From an optimization exercise on the open Yosys and OpenROAD flow, aimed at small area, a short achievable clock period and few clock cycles; shortcuts taken in it are not production practice.
In this exercise RTL edits were held to simulation tests only and were not proved equivalent to the original.
Power and IR drop assume default switching activity.

==> inputs of run a <==
==> flow/design.v (excerpt) <==
module stoker_core (
    input             clk,
    input             rst,
    output     [11:0] i_addr,
    input      [31:0] i_rdata,
    output            d_req,
    output            d_we,
    output     [12:0] d_addr,
    output     [3:0]  d_be,
    output     [31:0] d_wdata,
    input      [31:0] d_rdata,
    output reg        halted,
    output reg        except,
    output reg [1:0]  exc_class,
    output reg [2:0]  exc_sub,
    output     [13:0] exc_pc,
    output     [31:0] exc_insn,
    output reg [31:0] exc_addr
);
    reg [31:0]  rf [0:15];      
    reg [15:0]  rv;
    reg [41:0]  a0, a1;         
    reg [3:1]   p;
    reg         fl_n, fl_z, fl_c, fl_v, fl_s;
    function cond_true;
        input [3:0] c;
        input n, z, cy, v, s;
        begin
            case (c)
                4'd0:  cond_true = z;
                4'd1:  cond_true = !z;
                4'd2:  cond_true = n != v;
                4'd3:  cond_true = n == v;
                4'd4:  cond_true = !z && (n == v);
                4'd5:  cond_true = z || (n != v);
                4'd6:  cond_true = !cy;
                4'd7:  cond_true = cy;
                4'd8:  cond_true = cy && !z;
                4'd9:  cond_true = !cy || z;
                4'd10: cond_true = n;
                4'd11: cond_true = !n;
                4'd12: cond_true = v;
                4'd13: cond_true = !v;
                4'd14: cond_true = s;
  ...
Settings: LEC_CHECK=0, CAP_MARGIN=20, CORE_MARGIN=2, CORE_UTILIZATION=50, PLACE_DENSITY=0.65, SLEW_MARGIN=20; clock period 24.0 ns.
standard.sh (not shown) runs the stock make flow with config.mk's settings and CLKGATE_MAP_FILE= SYNTH_SCRIPT=/design/flow/synth_recipe.tcl, a recipe that flattens the netlist after the stock synthesis.
==> flow/flow/run.sh <==
#!/bin/bash
# The standard layout, with the timing repair aiming for more setup slack
# than the 24 ns clock needs, so that the achieved period shrinks.
set -euo pipefail
bash standard.sh SETUP_SLACK_MARGIN=17 finish > standard_flow.log 2>&1
==> inputs of run b, as changes to run a <==
--- a/flow/design.v
+++ b/flow/design.v
@@ -595,35 +595,27 @@
                 sat_ovf = 1'b1; satres = sv[40] ? 32'hFFFF_8000 : 32'h0000_7FFF;
             end else begin
                 satres = {{16{s_r16[15]}}, s_r16};
             end
             default: ;
         endcase
     end
-    wire [31:0] res_o =
+    wire [31:0] res =
         ({32{e_resadd}} & sum33[31:0]) |
         ({32{e_and}}    & (ea & eb)) |
         ({32{e_or}}     & (ea | eb)) |
         ({32{e_xor}}    & (ea ^ eb)) |
         ({32{e_sh}}     & shres) |
         ({32{e_mul}}    & ea) |
+        ({32{e_min}}    & (lt ? ea : eb)) |
+        ({32{e_max}}    & (lt ? eb : ea)) |
         ({32{e_clz}}    & {26'd0, clz32(ea)}) |
         ({32{e_movb}}   & eb) |
         ({32{e_movhi}}  & {e_ir[15:0], eb[15:0]}) |
         ({32{e_sat}}    & satres);
-    wire [31:0] res =
-        res_o |
-        ({32{e_min}}    & (lt ? ea : eb)) |
-        ({32{e_max}}    & (lt ? eb : ea));
-    wire        za    = ea == 32'd0;
-    wire        zb    = eb == 32'd0;
-    wire        r_z   = e_min ? (lt ? za : zb) :
-                        e_max ? (lt ? zb : za) : (res_o == 32'd0);
-    wire        r_n   = e_min ? (lt ? ea[31] : eb[31]) :
-                        e_max ? (lt ? eb[31] : ea[31]) : res_o[31];
     wire [31:0] agu    = ea + {{16{e_ir[15]}}, e_ir[15:0]};
     wire        x_adr  = agu[31:15] != 17'd0;
     wire        x_aln  = (e_msz == 2'd0 && agu[1:0] != 2'd0) ||
                          (e_msz == 2'd1 && agu[0]);
     wire        x_mem  = (e_ld || e_st) && (x_adr || x_aln);
     wire        exc_now = e_go && (e_exc_pre || x_mem);
     wire        st_go  = e_go && e_st && !x_adr && !x_aln;
@@ -829,16 +821,16 @@
                     if (e_mac) begin
                         if (m_to1) a1 <= m_new; else a0 <= m_new;
                         if (m_ovf) fl_s <= 1'b1;
                     end
                     if (e_sat && sat_ovf) fl_s <= 1'b1;
                     if (e_last) begin
                         if (e_setnz) begin
-                            fl_n <= r_n;
-                            fl_z <= r_z;
+                            fl_n <= res[31];
+                            fl_z <= res == 32'd0;
                         end
                         if (e_setcv) begin
                             fl_c <= sum33[32];
                             fl_v <= add_v;
                         end
                         if (e_setc) fl_c <= shc;
                         if (e_pset) begin
- CORE_UTILIZATION: 50 -> 30
- PLACE_DENSITY: 0.65 -> 0.45
==> inputs of run c, as changes to run a <==
--- a/flow/design.v
+++ b/flow/design.v
@@ -76,18 +76,16 @@
     reg [3:0]   e_rd;
     reg         e_wr;           
     reg         e_resadd, e_subop, e_loop, e_and, e_or, e_xor, e_sh, e_shl, e_sar;
     reg         e_mul, e_min, e_max, e_clz, e_movb, e_movhi, e_sat, e_mac, e_pset;
     reg         e_ld, e_st, e_halt, e_setnz, e_setcv, e_setc;
     reg         e_ill_op, e_ill_field, e_fexc;
     reg [1:0]   e_msz;          
-    reg [12:0]  e_maddr;        
     reg [1:0]   e_step;
-    reg [15:0]  mq_a, mq_b;     
-    reg         e_neg;          
+    reg         e_uhi, e_vhi, e_neg;    
     reg         ld_arr;         
     reg [3:0]   ld_rd;
     reg [1:0]   ld_size;
     reg [1:0]   ld_off;
     reg         ldr_v;
     reg [3:0]   ldr_rd;
     reg [31:0]  ldr;
@@ -115,21 +113,20 @@
     wire [1:0]  e_pr   = e_ir[25:24];
     wire        e_pred = (e_pr == 2'd0) ? 1'b1 : p[e_pr];
     wire        e_go   = e_valid && e_pred && !halted;
     wire [3:0]  e_fn   = e_ir[11:8];
     wire        e_exc_pre = e_ill_op || e_ill_field || e_fexc;
     wire [31:0] ada   = ea | {32{e_loop}};
     wire [31:0] adb   = e_subop ? ~eb : eb;
-    wire [33:0] sum34 = {1'b0, ada, 1'b1} + {1'b0, adb, e_subop};    
-    wire [32:0] sum33 = sum34[33:1];
+    wire [32:0] sum33 = {1'b0, ada} + {1'b0, adb} + {32'd0, e_subop};
     wire        add_v = (ada[31] == adb[31]) && (sum33[31] != ada[31]);
     wire        lt    = sum33[31] ^ add_v;
     wire        mc_cm  = e_mac && (e_fn == 4'd4 || e_fn == 4'd5);
-    wire [15:0] mu     = mq_a;
-    wire [15:0] mv     = mq_b;
+    wire [15:0] mu     = e_uhi ? ea[31:16] : ea[15:0];
+    wire [15:0] mv     = e_vhi ? eb[31:16] : eb[15:0];
     wire [16:0] mq_u   = {e_mac & mu[15], mu};
     wire [16:0] mq_v   = {e_mac & mv[15], mv};
     wire        m_to1  = mc_cm ? e_step[1] : e_ir[20];
     wire [41:0] acc_in = (e_fn == 4'd2) ? 42'd0 : (m_to1 ? a1 : a0);
     wire [41:0] mx     = e_mul ? ((e_step == 2'd0) ? 42'd0 :
                                   (e_step == 2'd1) ? {25'd0, ea[31:16], 1'b0} :
                                                      {9'd0, ea[31:16], 17'd0})
@@ -595,50 +592,42 @@
                 sat_ovf = 1'b1; satres = sv[40] ? 32'hFFFF_8000 : 32'h0000_7FFF;
             end else begin
                 satres = {{16{s_r16[15]}}, s_r16};
             end
             default: ;
         endcase
     end
-    wire [31:0] res_o =
+    wire [31:0] res =
         ({32{e_resadd}} & sum33[31:0]) |
         ({32{e_and}}    & (ea & eb)) |
         ({32{e_or}}     & (ea | eb)) |
         ({32{e_xor}}    & (ea ^ eb)) |
         ({32{e_sh}}     & shres) |
         ({32{e_mul}}    & ea) |
+        ({32{e_min}}    & (lt ? ea : eb)) |
+        ({32{e_max}}    & (lt ? eb : ea)) |
         ({32{e_clz}}    & {26'd0, clz32(ea)}) |
         ({32{e_movb}}   & eb) |
         ({32{e_movhi}}  & {e_ir[15:0], eb[15:0]}) |
         ({32{e_sat}}    & satres);
-    wire [31:0] res =
-        res_o |
-        ({32{e_min}}    & (lt ? ea : eb)) |
-        ({32{e_max}}    & (lt ? eb : ea));
-    wire        za    = ea == 32'd0;
-    wire        zb    = eb == 32'd0;
-    wire        r_z   = e_min ? (lt ? za : zb) :
-                        e_max ? (lt ? zb : za) : (res_o == 32'd0);
-    wire        r_n   = e_min ? (lt ? ea[31] : eb[31]) :
-                        e_max ? (lt ? eb[31] : ea[31]) : res_o[31];
     wire [31:0] agu    = ea + {{16{e_ir[15]}}, e_ir[15:0]};
     wire        x_adr  = agu[31:15] != 17'd0;
     wire        x_aln  = (e_msz == 2'd0 && agu[1:0] != 2'd0) ||
                          (e_msz == 2'd1 && agu[0]);
     wire        x_mem  = (e_ld || e_st) && (x_adr || x_aln);
     wire        exc_now = e_go && (e_exc_pre || x_mem);
     wire        st_go  = e_go && e_st && !x_adr && !x_aln;
     wire [3:0]  st_be  = (e_msz == 2'd0) ? 4'b1111 :
                          (e_msz == 2'd1) ? (agu[1] ? 4'b1100 : 4'b0011) :
                                            (4'b0001 << agu[1:0]);
     wire [31:0] st_dat = (e_msz == 2'd0) ? eb :
                          (e_msz == 2'd1) ? {2{eb[15:0]}} : {4{eb[7:0]}};
-    assign d_req   = sb_v || (e_valid && e_ld && !halted);
+    assign d_req   = sb_v || (e_go && e_ld);
     assign d_we    = sb_v;
-    assign d_addr  = sb_v ? sb_addr : e_maddr;
+    assign d_addr  = sb_v ? sb_addr : agu[14:2];
     assign d_be    = sb_be;
     assign d_wdata = sb_data;
     wire        e_multi = (e_mul || mc_cm) && e_step != 2'd3;
     wire        e_busy = e_go && !e_exc_pre && (e_multi || (e_ld && sb_v));
     wire        e_last = !e_multi;
     wire        e_we   = e_go && !e_exc_pre && e_last && e_wr;
     wire        e_stop = e_go && (e_exc_pre || x_mem || e_halt);
@@ -700,18 +689,15 @@
     wire pend_c  = (e_valid && (e_wr || e_ld) && e_rd == idxc) ||
                    (ld_arr && ld_rd == idxc) || (ldr_v && ldr_rd == idxc);
     wire s_lduse = e_valid && e_ld && ((use_a && e_rd == ra) || (use_b && e_rd == idxb));
     wire s_flags = is_bcc && e_valid &&
                    ((rd == 4'd14) ? (e_mac || e_sat) : (rd != 4'd15 && e_setnz));
     wire s_pred  = is_ctrl && pr != 2'd0 && e_valid && e_pset && e_ir[23:22] == pr;
     wire s_cons  = (is_loop || is_ret) && pend_c;
-    wire s_agu   = is_ld && (fwd_ea || fwd_la);
-    wire [31:0] lbase = fwd_ra ? ldr : rfa;
-    wire [14:0] lsum  = lbase[14:0] + imm16[14:0];
-    wire d_stall = ir_v && (e_busy || s_lduse || s_agu || (!ir_done && (s_flags || s_pred || s_cons)));
+    wire d_stall = ir_v && (e_busy || s_lduse || (!ir_done && (s_flags || s_pred || s_cons)));
     wire d_adv   = ir_v && !d_stall;
     wire redirect = d_adv && !ir_done && d_pred && taken;
     wire d_setnz = alu_any || op == 6'h1E || op == 6'h1F;
     wire d_wrany = alu_any && op != 6'h0D && op != 6'h1D || op == 6'h10 || op == 6'h1E ||
                    op == 6'h1F || is_call || is_loop || is_ld;
     wire [3:0] d_rdw = is_call ? 4'd15 : rd;
     wire        arr_ok = f_pc == nxt;
@@ -829,16 +815,16 @@
                     if (e_mac) begin
                         if (m_to1) a1 <= m_new; else a0 <= m_new;
                         if (m_ovf) fl_s <= 1'b1;
                     end
                     if (e_sat && sat_ovf) fl_s <= 1'b1;
                     if (e_last) begin
                         if (e_setnz) begin
-                            fl_n <= r_n;
-                            fl_z <= r_z;
+                            fl_n <= res[31];
+                            fl_z <= res == 32'd0;
                         end
                         if (e_setcv) begin
                             fl_c <= sum33[32];
                             fl_v <= add_v;
                         end
                         if (e_setc) fl_c <= shc;
                         if (e_pset) begin
@@ -853,25 +839,25 @@
                         end
                     end
                 end
                 if (e_busy) begin
                     if (e_multi) begin
                         e_step <= e_step + 2'd1;
                         if (e_mul) begin
-                            mq_a <= ea[15:0];
-                            mq_b <= (e_step == 2'd0) ? eb[31:16] : eb[15:0];
+                            e_uhi <= 1'b0;
+                            e_vhi <= e_step == 2'd0;
                             if (e_step == 2'd2) ea <= my[32:1];
                             else ea[31:16] <= my[16:1];
                         end else if (e_fn == 4'd4) begin
-                            mq_a <= (e_step != 2'd1) ? ea[31:16] : ea[15:0];
-                            mq_b <= (e_step != 2'd2) ? eb[31:16] : eb[15:0];
+                            e_uhi <= e_step != 2'd1;
+                            e_vhi <= e_step != 2'd2;
                             e_neg <= e_step == 2'd0;
                         end else begin
-                            mq_a <= (e_step != 2'd2) ? ea[31:16] : ea[15:0];
-                            mq_b <= (e_step != 2'd1) ? eb[31:16] : eb[15:0];
+                            e_uhi <= e_step != 2'd2;
+                            e_vhi <= e_step != 2'd1;
                             e_neg <= e_step == 2'd2;
                         end
                     end
                 end else if (!e_stop) begin
                     e_step <= 2'd0;
                     e_valid <= d_adv;
                     e_ir <= ir;
@@ -897,26 +883,25 @@
                     e_movb   <= op == 6'h1E || is_call;
                     e_movhi  <= is_movhi;
                     e_sat    <= op == 6'h10;
                     e_mac    <= op == 6'h0F;
                     e_pset   <= op == 6'h0E;
                     e_ld     <= is_ld;
                     e_st     <= is_st;
-                    e_maddr  <= lsum[14:2];
                     e_msz    <= (op == 6'h20 || op == 6'h23) ? 2'd0 :
                                 (op == 6'h21 || op == 6'h24) ? 2'd1 : 2'd2;
                     e_halt   <= op == 6'h2E;
                     e_setnz  <= alu_any || op == 6'h1E || op == 6'h1F;
                     e_setcv  <= alu_any && (aop == 4'h1 || aop == 4'h2 || aop == 4'hD);
                     e_setc   <= alu_any && (aop == 4'h6 || aop == 4'h7 || aop == 4'h8);
                     e_ill_op <= ill_op;
                     e_ill_field <= ill_field;
                     e_fexc   <= (ir_done ? ir_tk : (d_pred && taken)) && bfar && !is_ret;
-                    mq_a     <= (op == 6'h09 || fn == 4'd3) ? opa[31:16] : opa[15:0];
-                    mq_b     <= (op != 6'h09 && fn == 4'd3) ? opb[31:16] : opb[15:0];
+                    e_uhi    <= op == 6'h09 || fn == 4'd3;
+                    e_vhi    <= op != 6'h09 && fn == 4'd3;
                     e_neg    <= op != 6'h09 && fn == 4'd1;
                 end
                 f_pc <= pc_f;
                 pc_f <= i_take ? itgt : pc_other;
                 nxt  <= redirect ? btgt : i_take ? itgt : accept ? nxt + 12'd1 : nxt;
                 if (accept) begin
                     ir <= i_rdata; ir_pc <= f_pc;
==> flow/run.sh (new file) <==
#!/bin/bash
# synth_recipe.tcl (not shown) runs the flow's synth.tcl, then flattens the netlist and writes it again
# the make line also repeats each setting of config.mk as NAME=value (left out here)
make -C /OpenROAD-flow-scripts/flow DESIGN_CONFIG=/design/flow/config.mk WORK_HOME=/design/flow/orfs CLKGATE_MAP_FILE= SYNTH_SCRIPT=/design/flow/synth_recipe.tcl finish
- CORE_UTILIZATION: 50 -> 30
- PLACE_DENSITY: 0.65 -> 0.45
removed: flow/flow/run.sh
removed: flow/standard.sh
==> inputs of run d, as changes to run a <==
--- a/flow/design.v
+++ b/flow/design.v
@@ -638,16 +638,17 @@
     assign d_be    = sb_be;
     assign d_wdata = sb_data;
     wire        e_multi = (e_mul || mc_cm) && e_step != 2'd3;
     wire        e_busy = e_go && !e_exc_pre && (e_multi || (e_ld && sb_v));
     wire        e_last = !e_multi;
     wire        e_we   = e_go && !e_exc_pre && e_last && e_wr;
     wire        e_stop = e_go && (e_exc_pre || x_mem || e_halt);
-    assign exc_pc   = except ? {e_pc, 2'b00} : 14'd0;
-    assign exc_insn = except ? e_ir : 32'd0;
+    assign exc_pc   = {e_pc, 2'b00};
+    assign exc_insn = e_ir;
+    wire        e_hlt  = e_go && e_halt && !e_exc_pre;
     wire [5:0]  op    = ir[31:26];
     wire [1:0]  pr    = ir[25:24];
     wire [3:0]  rd    = ir[23:20];
     wire [3:0]  ra    = ir[19:16];
     wire [3:0]  rb    = ir[15:12];
     wire [3:0]  fn    = ir[11:8];
     wire [15:0] imm16 = ir[15:0];
@@ -781,15 +782,20 @@
         sb_be   <= st_be;
         sb_data <= st_dat;
         if (rst) begin
             rv <= 16'd0;
             a0 <= 42'd0; a1 <= 42'd0;
             p <= 3'd0;
             fl_n <= 1'b0; fl_z <= 1'b0; fl_c <= 1'b0; fl_v <= 1'b0; fl_s <= 1'b0;
-            pc_f <= 12'd0; nxt <= 12'd0; f_pc <= 12'hFFF; ir_v <= 1'b0;
+            if (halted && pc_f == 12'd0) begin
+                f_pc <= 12'd0; pc_f <= 12'd1;
+            end else begin
+                f_pc <= 12'hFFF; pc_f <= 12'd0;
+            end
+            nxt <= 12'd0; ir_v <= 1'b0;
             e_valid <= 1'b0; e_step <= 2'd0;
             ld_arr <= 1'b0; ldr_v <= 1'b0; sb_v <= 1'b0;
             halted <= 1'b0; except <= 1'b0;
             exc_class <= 2'd0; exc_sub <= 3'd0; exc_addr <= 32'd0;
         end else begin
             if (w_en) rv[w_idx] <= 1'b1;
             ld_arr <= 1'b0;
@@ -867,14 +873,17 @@
                             e_neg <= e_step == 2'd0;
                         end else begin
                             mq_a <= (e_step != 2'd2) ? ea[31:16] : ea[15:0];
                             mq_b <= (e_step != 2'd1) ? eb[31:16] : eb[15:0];
                             e_neg <= e_step == 2'd2;
                         end
                     end
+                end else if (e_hlt) begin
+                    e_ir <= 32'd0;
+                    e_pc <= 12'd0;
                 end else if (!e_stop) begin
                     e_step <= 2'd0;
                     e_valid <= d_adv;
                     e_ir <= ir;
                     e_pc <= ir_pc;
                     ea <= opa;
                     eb <= opb;
@@ -920,11 +929,12 @@
                 nxt  <= redirect ? btgt : i_take ? itgt : accept ? nxt + 12'd1 : nxt;
                 if (accept) begin
                     ir <= i_rdata; ir_pc <= f_pc;
                     ir_done <= a_done; ir_tk <= a_tk;
                 end
                 if (redirect) ir_v <= 1'b0;
                 else if (room) ir_v <= accept;
+                if (exc_now || e_hlt) pc_f <= 12'd0;
             end
         end
     end
 endmodule
==> flow/flow/run.sh (replaced) <==
#!/bin/bash
# The standard layout, with two changes: the timing repair aims for more
# setup slack than the 24 ns clock needs, so that the achieved period shrinks,
# and the port buffers are buf_2 rather than the default delay-cell buffer.
set -euo pipefail
bash standard.sh SETUP_SLACK_MARGIN=17 "BUFFER_PORTS_ARGS=-buffer_cell sky130_fd_sc_hd__buf_2" finish > standard_flow.log 2>&1
==> qor summary <==
Outcome: run b finished clean; run c finished clean; run a finished clean; run d finished clean
Number of stages on the worst setup path: run b 34; run c 29; run a 20; run d 25
Sequential group share of total power: run b 28.3%; run c 26.7%; run a 30.3%; run d 29.5%
LEAKAGE: run b 32.6 nW; run c 28.6 nW; run a 31.2 nW; run d 31.4 nW
Worst Hold End: run b a0[41]; run c exc_sub[1]; run a exc_addr[22]; run d exc_addr[29]
Area after DPL: run b 0.0815 mm^2; run c 0.0787 mm^2; run a 0.0803 mm^2; run d 0.0791 mm^2
Clk. pwr: run b 0.00204 W; run c 0.00189 W; run a 0.00176 W; run d 0.00190 W
Signal buffers share of area: run b 7.83%; run c 5.23%; run a 6.94%; run d 5.69%
Switching power as a share of total power: run b 38.2%; run c 42.8%; run a 38.8%; run d 38.3%
Worst Setup Slack post-DPL: run b 14.87 ns; run c 13.75 ns; run a 14.92 ns; run d 14.88 ns
Number of well taps: run b 3330; run c 3185; run a 2016; run d 2016
Vert. Die Dim: run b 505 um; run c 495 um; run a 392 um; run d 392 um
Unrepaired setup endpoints after global routing: run b yes; run c no; run a yes; run d yes
Area of the multi-input gates: run b 0.0457 mm^2; run c 0.0420 mm^2; run a 0.0455 mm^2; run d 0.0451 mm^2
Routed wire length on met2: run b 183000 um; run c 180000 um; run a 167000 um; run d 161000 um
Initial Utilization: run b 30.2%; run c 30.1%; run a 50.3%; run d 50.3%
Combinational gate power: run b 0.00289 W; run c 0.00320 W; run a 0.00270 W; run d 0.00276 W
Slew margin rel.: run b 18.5%; run c 16.9%; run a 7.91%; run d 7.89%
Die width: run b 505 um; run c 495 um; run a 392 um; run d 392 um
Internal portion of total power: run b 0.00425 W; run c 0.00397 W; run a 0.00392 W; run d 0.00408 W
Wire length per cell: run b 35.6 um; run c 36.0 um; run a 37.4 um; run d 37.4 um
Top cell by count, worst path: run b -; run c fa_1; run a -; run d fa_1
Testbench counts of run a, summed over its fixed seeds: cycles 148,028.
Testbench counts of run b, summed over its fixed seeds: cycles 148,028.
Testbench counts of run c, summed over its fixed seeds: cycles 148,024.
Testbench counts of run d, summed over its fixed seeds: cycles 147,780.

[separate check: timing with driven ports]
How much do the figures lean on ideal ports? The routed layouts below were timed once more, with nothing changed but the port constraints.
Step 1, drivers: a clkbuf_16 drives clk and a buf_2 each remaining input, both assumed.
Step 2 moves the port delays by t, midway between the first and last clock arrival at a register: inputs arrive t later, outputs are due t later. That takes back most of the time a late clock gives input paths.
a / b / c = ideal ports / drivers / drivers and shift; a / b = the first two.
run | t (ns) | setup slack, ns | hold slack, ns | worst slew at a driven data input, ns | pins driven straight from the clock port
run a | 0.881 | 16.833 / 16.833 / 16.095 | 0.460 / 0.460 / 0.460 | 0.07 | 1
run b | 0.923 | 16.731 / 16.731 / 16.054 | 0.495 / 0.495 / 0.495 | 0.07 | 1
run c | 0.886 | 13.433 / 13.433 / 13.433 | 0.461 / 0.461 / 0.461 | 0.07 | 1
run d | 0.862 | 16.590 / 16.590 / 16.061 | 0.458 / 0.458 / 0.458 | 0.26 | 1
After both steps every run listed still meets setup and hold. The setup slack of run a, which loses most, moves by 0.000 ns with the drivers and by -0.738 ns with both steps.
